This is an optimization exercise on Yosys and OpenROAD, whose aim is small area, a short achievable clock period and few clock cycles per item, not a production implementation.
In this exercise RTL edits were held to simulation tests only and were not proved equivalent to the original.

==> flow/design.v <==
module pxr_ctx_coder (
    input  wire        clk,
    input  wire        rst,
    input  wire        in_valid,
    output wire        in_ready,
    input  wire        in_init,
    input  wire        in_intr,
    input  wire [15:0] in_x,
    input  wire [15:0] in_a,
    input  wire [15:0] in_b,
    input  wire [15:0] in_c,
    input  wire [15:0] in_d,
    input  wire [3:0]  cfg_delta,
    input  wire [4:0]  cfg_bits,
    input  wire [15:0] cfg_t1,
    input  wire [15:0] cfg_t2,
    input  wire [15:0] cfg_t3,
    output reg         out_valid,
    input  wire        out_ready,
    output reg  [5:0]  out_len,
    output reg  [31:0] out_code,
    output reg  [15:0] out_rec
);
    localparam NCTX = 66;
    reg [3:0]  r_delta;
    reg [15:0] r_maxv;
    reg [16:0] r_range;
    reg [4:0]  r_qbits;
    reg [15:0] r_t1, r_t2, r_t3;
    reg [21:0] ctx_a [0:NCTX-1];
    reg [6:0]  ctx_n [0:NCTX-1];
    wire accept = in_valid && in_ready;
    assign in_ready = !out_valid || out_ready;
    wire [16:0] i_maxv  = (17'd1 << cfg_bits) - 17'd1;
    wire [5:0]  i_step  = {1'b0, cfg_delta, 1'b1};
    wire [16:0] i_range = (i_maxv + {12'd0, cfg_delta, 1'b0}) / {11'd0, i_step} + 17'd1;
    reg  [4:0]  i_qbits;
    integer j;
    always @* begin
        i_qbits = 5'd0;
        for (j = 0; j < 17; j = j + 1)
            if ((18'd1 << j) < {1'b0, i_range})
                i_qbits = j[4:0] + 5'd1;
    end
    wire [16:0] i_a0_raw = (i_range + 17'd32) >> 6;
    wire [21:0] i_a0 = (i_a0_raw < 17'd2) ? 22'd2 : {5'd0, i_a0_raw};
    wire [15:0] ab_max = (in_a > in_b) ? in_a : in_b;
    wire [15:0] ab_min = (in_a > in_b) ? in_b : in_a;
    reg  [15:0] pred_reg;
    always @* begin
        if (in_c >= ab_max)
            pred_reg = ab_min;
        else if (in_c <= ab_min)
            pred_reg = ab_max;
        else
            pred_reg = in_a + in_b - in_c;
    end
    wire [15:0] g1 = (in_d > in_b) ? in_d - in_b : in_b - in_d;
    wire [15:0] g2 = (in_b > in_c) ? in_b - in_c : in_c - in_b;
    wire [15:0] g3 = (in_c > in_a) ? in_c - in_a : in_a - in_c;
    wire [1:0] qz1 = (g1 < r_t1) ? 2'd0 : (g1 < r_t2) ? 2'd1 : (g1 < r_t3) ? 2'd2 : 2'd3;
    wire [1:0] qz2 = (g2 < r_t1) ? 2'd0 : (g2 < r_t2) ? 2'd1 : (g2 < r_t3) ? 2'd2 : 2'd3;
    wire [1:0] qz3 = (g3 < r_t1) ? 2'd0 : (g3 < r_t2) ? 2'd1 : (g3 < r_t3) ? 2'd2 : 2'd3;
    wire [15:0] g_ab = (in_a > in_b) ? in_a - in_b : in_b - in_a;
    wire        intr_a = (g_ab <= {12'd0, r_delta});
    wire [15:0] pred = in_intr ? (intr_a ? in_a : in_b) : pred_reg;
    wire [6:0]  ctx  = in_intr ? (intr_a ? 7'd64 : 7'd65) : {1'b0, qz1, qz2, qz3};
    wire [5:0]         step = {1'b0, r_delta, 1'b1};
    wire signed [17:0] err  = $signed({2'b00, in_x}) - $signed({2'b00, pred});
    wire               err_pos = (err > 0);
    wire [17:0]        num  = err_pos ? (err + {14'd0, r_delta}) : ({14'd0, r_delta} - err);
    wire [17:0]        qmag = num / {12'd0, step};
    wire signed [18:0] qs   = err_pos ? $signed({1'b0, qmag}) : -$signed({1'b0, qmag});
    wire signed [24:0] recv = $signed({9'd0, pred}) + qs * $signed({1'b0, step});
    wire [15:0]        rec  = (recv < 0) ? 16'd0 :
                              (recv > $signed({9'd0, r_maxv})) ? r_maxv : recv[15:0];
    reg signed [19:0] qr;
    always @* begin
        qr = {qs[18], qs};
        if (qr < 0)
            qr = qr + $signed({3'd0, r_range});
        if (qr >= $signed({3'd0, (r_range + 17'd1) >> 1}))
            qr = qr - $signed({3'd0, r_range});
    end
    wire [19:0] qr_abs = (qr < 0) ? -qr : qr;
    wire [19:0] mval   = (qr < 0) ? (-(qr <<< 1) - 20'sd1) : (qr <<< 1);
    wire [21:0] cur_a = ctx_a[ctx];
    wire [6:0]  cur_n = ctx_n[ctx];
    reg  [4:0]  k;
    integer i;
    always @* begin
        k = r_qbits;
        for (i = 16; i >= 0; i = i - 1)
            if (i <= r_qbits && ({16'd0, cur_n} << i) >= {1'b0, cur_a})
                k = i[4:0];
    end
    wire [4:0]  umax = 5'd31 - r_qbits;
    wire [19:0] mhi  = mval >> k;
    reg  [5:0]  code_len;
    reg  [31:0] code_bits;
    always @* begin
        if (mhi < {15'd0, umax}) begin
            code_len  = mhi[5:0] + 6'd1 + {1'b0, k};
            code_bits = (32'd1 << k) | ({12'd0, mval} & ((32'd1 << k) - 32'd1));
        end else begin
            code_len  = 6'd32;
            code_bits = (32'd1 << r_qbits) | {12'd0, mval - 20'd1};
        end
    end
    wire [21:0] a_sum = cur_a + {2'd0, qr_abs};
    wire [21:0] a_new = (cur_n == 7'd64) ? (a_sum >> 1) : a_sum;
    wire [6:0]  n_new = ((cur_n == 7'd64) ? 7'd32 : cur_n) + 7'd1;
    integer c;
    always @(posedge clk) begin
        if (accept && in_init) begin
            r_delta <= cfg_delta;
            r_maxv  <= i_maxv[15:0];
            r_range <= i_range;
            r_qbits <= i_qbits;
            r_t1    <= cfg_t1;
            r_t2    <= cfg_t2;
            r_t3    <= cfg_t3;
            for (c = 0; c < NCTX; c = c + 1) begin
                ctx_a[c] <= i_a0;
                ctx_n[c] <= 7'd1;
            end
        end else if (accept) begin
            ctx_a[ctx] <= a_new;
            ctx_n[ctx] <= n_new;
        end
    end
    always @(posedge clk) begin
        if (rst) begin
            out_valid <= 1'b0;
        end else if (accept && !in_init) begin
            out_valid <= 1'b1;
            out_len   <= code_len;
            out_code  <= code_bits;
            out_rec   <= rec;
        end else if (out_ready) begin
            out_valid <= 1'b0;
        end
    end
endmodule
==> flow/run.sh <==
#!/bin/bash
# synth_recipe.tcl (not shown) runs the flow's synth.tcl, then flattens the netlist and writes it again
# the make line also repeats each setting of config.mk as NAME=value (left out here)
make -C /OpenROAD-flow-scripts/flow DESIGN_CONFIG=/design/flow/config.mk WORK_HOME=/design/flow/orfs CLKGATE_MAP_FILE= SYNTH_SCRIPT=/design/flow/synth_recipe.tcl finish
==> flow/config.mk <==
export PLATFORM = sky130hd
export DESIGN_NAME = pxr_ctx_coder
export DESIGN_NICKNAME = pxr_ctx_coder
export VERILOG_FILES = /design/flow/design.v
export SDC_FILE = /design/flow/constraint.sdc
export NUM_CORES = 4
export LEC_CHECK = 0
export CAP_MARGIN = 20
export CORE_MARGIN = 2
export CORE_UTILIZATION = 40
export SLEW_MARGIN = 20
==> flow/constraint.sdc <==
create_clock -name core_clock -period 60.0 [get_ports {clk}]
set_input_delay 12.0000 -clock core_clock [delete_from_list [all_inputs] [get_ports {clk}]]
set_output_delay 12.0000 -clock core_clock [all_outputs]
set_load 0.01 [all_outputs]
==> qor.csv <==
metric;value;unit
result_of_the_run;finished clean;
cts_root_buf;clkbuf_16;
areaGrowthSynthToFinish;15.5;%
slew_violations;0;
grt_start_max_net_pins;105;
drt_via_density;5.81;
synth_enable_flop_cells;2066;
worst_hold_startpoint;r_maxv[15];
cts_sinks;2067;
ys_dominant_reg_cell;edfxtp_1;
hp-class;flop to flop;
crit_path_start_kind;primary input;
cpMaxStageDelayCell;or4b_4;
aggregate_global_route_resource_usage;25.7;%
post_route_cells_drive_above_1_share;16.4;%
yosys_register_bits;2067;
synth_warnings;1;
r2r-start;r_delta[1];
global_route.usage.met2;42.6;%
hold_path_depth;2;
timing.critical_path.fanout_max;24;
finalWirelength;439;mm
synthesis.area;131000;sq um
hold_ws;0.617;ns
std_cell_rows;210;
setup_viol_count_final;0;
floorplan.die.width;577;microns
io-pin-count;199;
overflow;0;
timing.slew.headroom;18.0;%
final_critical_path_setup_slack;2.04;ns
core-area;327000;sq um
drt_first_iter_violations;10800;
ys_seq_area_share;47.3;%
groute.layer.met1.usage;33.7;%
worst-r2r-setup-slack;13.86;ns
clkLatencyLatePin;0.98;ns
avgSynthCellArea;10.5;sq um
top_usage_layer;met2;
clk_pin_slew_worst_paths;0.06;ns
final_period_minus_worst_setup_slack;57.96;ns
critical_path.reg2reg.endpoint;ctx_a[17][20];
pre_cts_slack;-0.453;ns
synth_cell_types;137;
clock.fmax;0.0173;GHz
transition_time_at_the_pin_with_the_least_slew_margin;1.22;ns
routed_wire_length_per_instance;25.3;microns
cap_viol_max_count;0;
finalCritPeriodShare;96.6;%
cts_buffers;225;
critPathCaptureType;flop;
grt_first_pass_wirelength;648;mm
post-dp-hpwl;293;mm
min_delay_worst_endpoint;out_rec[15];
finalClockSkew;0.151;ns
number_of_global_route_vias_before_repair;98400;
die_area;333000;sq um
grt_antenna_before_repair;8;
synthArstFlopShare;0;%
io_buffers;198;
cpPeakStageDelay;0.52;ns
global_route.usage.met3;4.10;%
critPathMostFrequentCell;a21oi_2;
criticalPathCategory;primary input to flop;
die_height;577;microns
cts-htree-levels;4;
globalplace.congestion;0.948;
syn-instance-count;12500;
critical_path_required;60.58;ns
layout.nets;13800;
cts_hold_repair.buffers;0;
detail_route.first_pass.iterations;6;
r2r.worst_path.cells;251;
tritoncts;yes;
largest_buffer_count_on_any_clock_path;4;
finalHoldViolCount;0;
postRouteAntennaNets;0;
route.detailed.drc;0;
initial_utilization;40.1;%
via_count;101000;
crit_arrival;58.54;ns
placed cells by master (no fill, tap or decap), types with 35 or more instances in the layout:
cell / netlist / final
a211oi_1: 121 / 118
a21o_1: 190 / 190
a21oi_1: 996 / 932
a21oi_2: 4 / 52
a311oi_1: 44 / 42
a31oi_1: 100 / 90
and2_1: 159 / 154
and3_1: 57 / 54
buf_4: 12 / 761
clkbuf_1: 662 / 41
clkbuf_16: 0 / 231
clkdlybuf4s50_1: 0 / 165
clkinv_1: 4 / 46
clkinv_2: 0 / 39
edfxtp_1: 2066 / 2066
fa_1: 102 / 96
ha_1: 744 / 707
ha_4: 0 / 35
inv_1: 462 / 445
mux2_2: 50 / 43
mux2i_1: 156 / 146
mux4_2: 466 / 466
nand2_1: 1248 / 1217
nand2b_1: 116 / 105
nand3_1: 174 / 165
nand4_1: 61 / 61
nor2_1: 2071 / 2040
nor2b_1: 132 / 125
nor3_1: 126 / 115
o211ai_1: 92 / 92
o21a_1: 138 / 137
o21ai_0: 563 / 530
o21ai_1: 32 / 45
o21bai_1: 61 / 57
o31ai_1: 46 / 43
or2_2: 41 / 35
or3_1: 40 / 36
xnor2_1: 301 / 285
xor2_1: 131 / 126
cells in the mapped netlist (all sizes together), types with 132 or more instances:
master | n | area [sq um]
nor2 | 2071 | 7770
edfxtp | 2066 | 62000
nand2 | 1248 | 4680
a21oi | 1002 | 5050
ha | 744 | 9310
clkbuf | 662 | 2480
o21ai | 601 | 3030
mux4 | 466 | 10500
inv | 465 | 1750
xnor2 | 305 | 2710
buf | 211 | 936
a21o | 190 | 1430
nand3 | 175 | 881
and2 | 169 | 1060
mux2i | 159 | 1620
o21a | 140 | 1050
nor2b | 132 | 826
sequential cells by signal, summed over array words and instances, names as in the netlist:
register   flops
ctx_a       1456
ctx_n        466
out_code      32
out_len        6
out_rec       16
out_valid      1
r_delta        4
r_maxv        16
r_qbits        5
r_range       17
r_t1          16
r_t2          16
r_t3          16
how the worst max path moves through the flow:
stage                  start             to  cells past startpoint
detailed placement  in_a[11]  ctx_a[42][20]                    268
floorplan            in_a[3]  ctx_a[19][19]                    288
global route         in_a[0]  ctx_a[17][20]                    267
global placement    in_a[11]  ctx_a[32][20]                    265
finish               in_a[0]  ctx_a[17][20]                    261
CTS                 in_a[11]  ctx_a[17][20]                    268
timing repair:
item                                    in CTS  in global routing
gates resized for setup                      0                238
endpoints found under the setup margin       0               1510
setup buffers                                0                 90
metal layers:
layer | vias to the layer above | wire length [microns]
met5 | - | 13
met4 | 2 | 19800
met3 | 799 | 36800
met2 | 4458 | 207000
met1 | 49600 | 176000
li1 | 46100 | -
cells by family after synthesis:
family,after synthesis,synth area share (%)
adder cells (fa/ha/maj),849,8.67
flip-flops,2067,47.3
AND/OR/NAND/NOR,4398,14.6
XOR/XNOR,437,2.96
other,1,0.00286
multiplexers,677,9.67
buffers and inverters,1342,3.95
AO/OA/AOI/OAI,2709,12.9
worst max-delay path: cells and delay by family:
kind	cells	cell delay, ns
AO/OA/AOI/OAI	102	17.16
AND/OR/NAND/NOR	96	15.69
adder cells (fa/ha/maj)	26	7.22
multiplexers	10	2.76
buffers and inverters	19	2.47
XOR/XNOR	8	1.19
per-stage QoR:
step,instances,utilization [%],instance area [sq um],setup TNS (ns)
floorplan,12500,-,133000,-72.06
global placement,16900,43.6,143000,0
detailed placement,16900,43.6,143000,-85.69
CTS,17300,45.8,150000,0
global route,17400,46.4,152000,-106.34
finish,17400,46.4,152000,0
cell type report:
cell class	count	area (sq um)
Tap cell	4346	5440
Clock buffer	268	5830
Multi-Input combinational cell	9080	66600
Timing Repair Buffer	1012	8690
Fill cell	30000	175000
Inverter	469	1770
Sequential cell	2067	62100
Clock inverter	132	1410
Antenna cell	2	5.00
Testbench counts, summed over its fixed seeds: cycles 63,340, items 63,308.

## what the ideal ports hide
The flow's constraints put no driver on any port. The routed layout listed below was extracted and timed again, unchanged, in two steps.
Step 1 sets driving cells, clkbuf_16 on the clock port and buf_2 on the other inputs (assumed; they add their load-dependent delay and slew).
Step 2, shift: input delay + t, output delay - t, t = (earliest + latest rising clock arrival at the registers) / 2. This alone moves slack from input paths to output paths.
a / b / c = ideal / step 1 / step 2; a / b = the first two.
shift t [ns]: 1.002
setup WS [ns]: 2.037 / 2.113 / 1.111
slew at the worst register clock pin (ns): 0.09 / 0.09
After both steps setup and hold are still met in this run. For this run, drivers alone change the setup slack by +0.076 ns; drivers and shift together by -0.926 ns.
